Context: an optimization exercise on an open-source flow, tuned for small area, a short achievable clock period and few clock cycles per item. The choices shown serve that exercise and are no tape-out recipe.
In this exercise RTL edits were held to simulation tests only and were not proved equivalent to the original.

Setup of JK:
## mx_block_mac
module mx_block_mac (
    input  wire         clk,
    input  wire         rst,         
    input  wire         in_valid,
    input  wire [127:0] a_elems,     
    input  wire [127:0] b_elems,
    input  wire [7:0]   a_scale,
    input  wire [7:0]   b_scale,
    input  wire [31:0]  acc_in,
    output reg          out_valid,
    output reg  [31:0]  acc_out
);
export LEC_CHECK = 0
export ABC_AREA = 1
export CAP_MARGIN = 20
export CORE_MARGIN = 2
export CORE_UTILIZATION = 55
export CTS_CLUSTER_DIAMETER = 150
export CTS_CLUSTER_SIZE = 25
export SLEW_MARGIN = 20
create_clock -name core_clock -period 50.0 [get_ports {clk}]
standard.sh (not shown) runs the stock make flow with config.mk's settings and CLKGATE_MAP_FILE= SYNTH_SCRIPT=/design/flow/synth_recipe.tcl, a recipe that flattens the netlist after the stock synthesis.
==> flow/flow/run.sh <==
#!/bin/bash
# The standard layout (standard.sh), except that the buffers ORFS puts on the
# ports are buf_1 cells rather than the cell it picks by default. Every port
# still gets a buffer. The whole layout's output goes to layout.log.
set -euo pipefail
bash ./standard.sh "BUFFER_PORTS_ARGS=-buffer_cell sky130_fd_sc_hd__buf_1" finish > layout.log 2>&1
JK completed; timing, DRC and antenna clean
Testbench counts of JK, summed over its fixed seeds: cycles 16,032, items 16,000.
Modified inputs, MS compared to JK
- CORE_UTILIZATION: 55 -> 65
### Flow results
- Going from JK to MS, placed instance count shrank slightly.
- Placement row count: higher on JK
- MS closes out successfully: all stages finished, all timing, DRC and antenna checks passed.
The following lists how AL was set up differently from MS:
- CTS_CLUSTER_DIAMETER now 100, was 150
- CORE_UTILIZATION now 55, was 65
- CTS_CLUSTER_SIZE now 30, was 25
Results
Of MS and AL, the lower area growth from synthesis to final layout belongs to MS.
Per the comparison of AL with MS, initial cell density of the core lost 10 points; all-layer global routing usage lost 4.5 points; pre-CTS setup slack picked up an extra 0.011 ns; fraction of layout instances using a drive strength above 1 picked up an extra 0.36 points.
Summary of AL over MS: first-pass GRT wire length rose 2.1%, fill cell total of the finished layout rose 1667, area of the multi-input gates about even.
Per the final summary, AL finished and its layout is clean on timing, DRC and antenna.
MS finished all stages; the layout is clean.
--- input diff AL..TR ---
- a change of CTS_CLUSTER_DIAMETER from 100 to 150
- a change of CTS_CLUSTER_SIZE from 30 to 20
- a change of CORE_UTILIZATION from 55 to 75
==> comparison <==
Every stage of the flow completed for TR, and the final layout passed the timing, design-rule and antenna checks.
AL and TR ended up with roughly the same share of the cycle needed by the critical path after routing.
When TR is measured against AL, its total of clock buffers placed in the layout turns out 2 lower.

========
## job 101
Starting RTL as in the previous note.
==> flow/config.mk <==
export PLATFORM = sky130hd
export DESIGN_NAME = mx_block_mac
export DESIGN_NICKNAME = mx_block_mac
export VERILOG_FILES = /design/flow/design.v
export SDC_FILE = /design/flow/constraint.sdc
export NUM_CORES = 4
export LEC_CHECK = 0
export ABC_AREA = 1
export CAP_MARGIN = 20
export CORE_MARGIN = 2
export CORE_UTILIZATION = 55
export CTS_CLUSTER_DIAMETER = 150
export CTS_CLUSTER_SIZE = 20
export SLEW_MARGIN = 20
==> flow/constraint.sdc <==
create_clock -name core_clock -period 50.0 [get_ports {clk}]
set_input_delay 10.0000 -clock core_clock [delete_from_list [all_inputs] [get_ports {clk}]]
set_output_delay 10.0000 -clock core_clock [all_outputs]
set_load 0.01 [all_outputs]
==> flow/flow/run.sh <==
#!/bin/bash
# The standard layout (standard.sh), except that the buffers ORFS puts on the
# ports are buf_2 cells rather than the cell it picks by default. Every port
# still gets a buffer. The whole layout's output goes to layout.log.
set -euo pipefail
bash ./standard.sh "BUFFER_PORTS_ARGS=-buffer_cell sky130_fd_sc_hd__buf_2" finish > layout.log 2>&1
Job 101 finished end to end and its layout was clean on timing, DRC and antenna.
Testbench counts of job 101, summed over its fixed seeds: cycles 16,032, items 16,000.
## Diff of input files: job 102 against job 101
Settings: a deleted CTS_CLUSTER_SIZE that had been 20; a deleted CTS_CLUSTER_DIAMETER that had been 150.
Findings:
Job 102 was carried through to the last stage, and its layout satisfied the timing, design-rule and antenna checks. Compared job 102 vs job 101, and wire length reported by the detailed router is up in job 102. When the final numbers for job 102 and job 101 were put side by side, the setup slack turned out to be greater in job 101. The final cell count without fillers number comes out lower for job 101 vs job 102. Compared with job 101, in job 102 clock-buffer cell count went up 150%, design area went up 1000 um^2.

==> separate check: timing with driven ports <==
The results above use ideal ports. As a check the final layouts listed here were re-extracted and re-timed, cells and wires unchanged. Step 1: set_driving_cell puts a clkbuf_16 on clk and a buf_2 on each other input, an assumption about the parent block. Step 2 times the ports against the registers' clock, not the clock port: input delays grow and output delays shrink by t, the midpoint of the rising clock arrivals with the driver on. a / b / c = no drivers / after step 1 / after step 2; a / b = the first two.
run | t, ns | setup slack, ns | worst hold slack (ns) | worst setup path at the end | worst data-port slew with drivers (ns)
JK | 0.637 | 38.941 / 38.878 / 39.057 | 0.332 / 0.332 / 0.332 | register to register | 0.05
MS | 0.647 | 38.938 / 38.870 / 39.072 | 0.329 / 0.329 / 0.329 | input to register | 0.06
AL | 0.661 | 38.894 / 38.828 / 39.096 | 0.332 / 0.332 / 0.332 | register to register | 0.05
TR | 0.651 | 38.925 / 38.862 / 38.983 | 0.330 / 0.330 / 0.330 | input to register | 0.09
job 101 | 0.671 | 38.962 / 38.894 / 38.984 | 0.311 / 0.311 / 0.311 | register to register | 0.05
job 102 | 0.663 | 38.940 / 38.874 / 39.090 | 0.320 / 0.320 / 0.320 | register to register | 0.06
After both steps setup and hold are still met in every run listed.
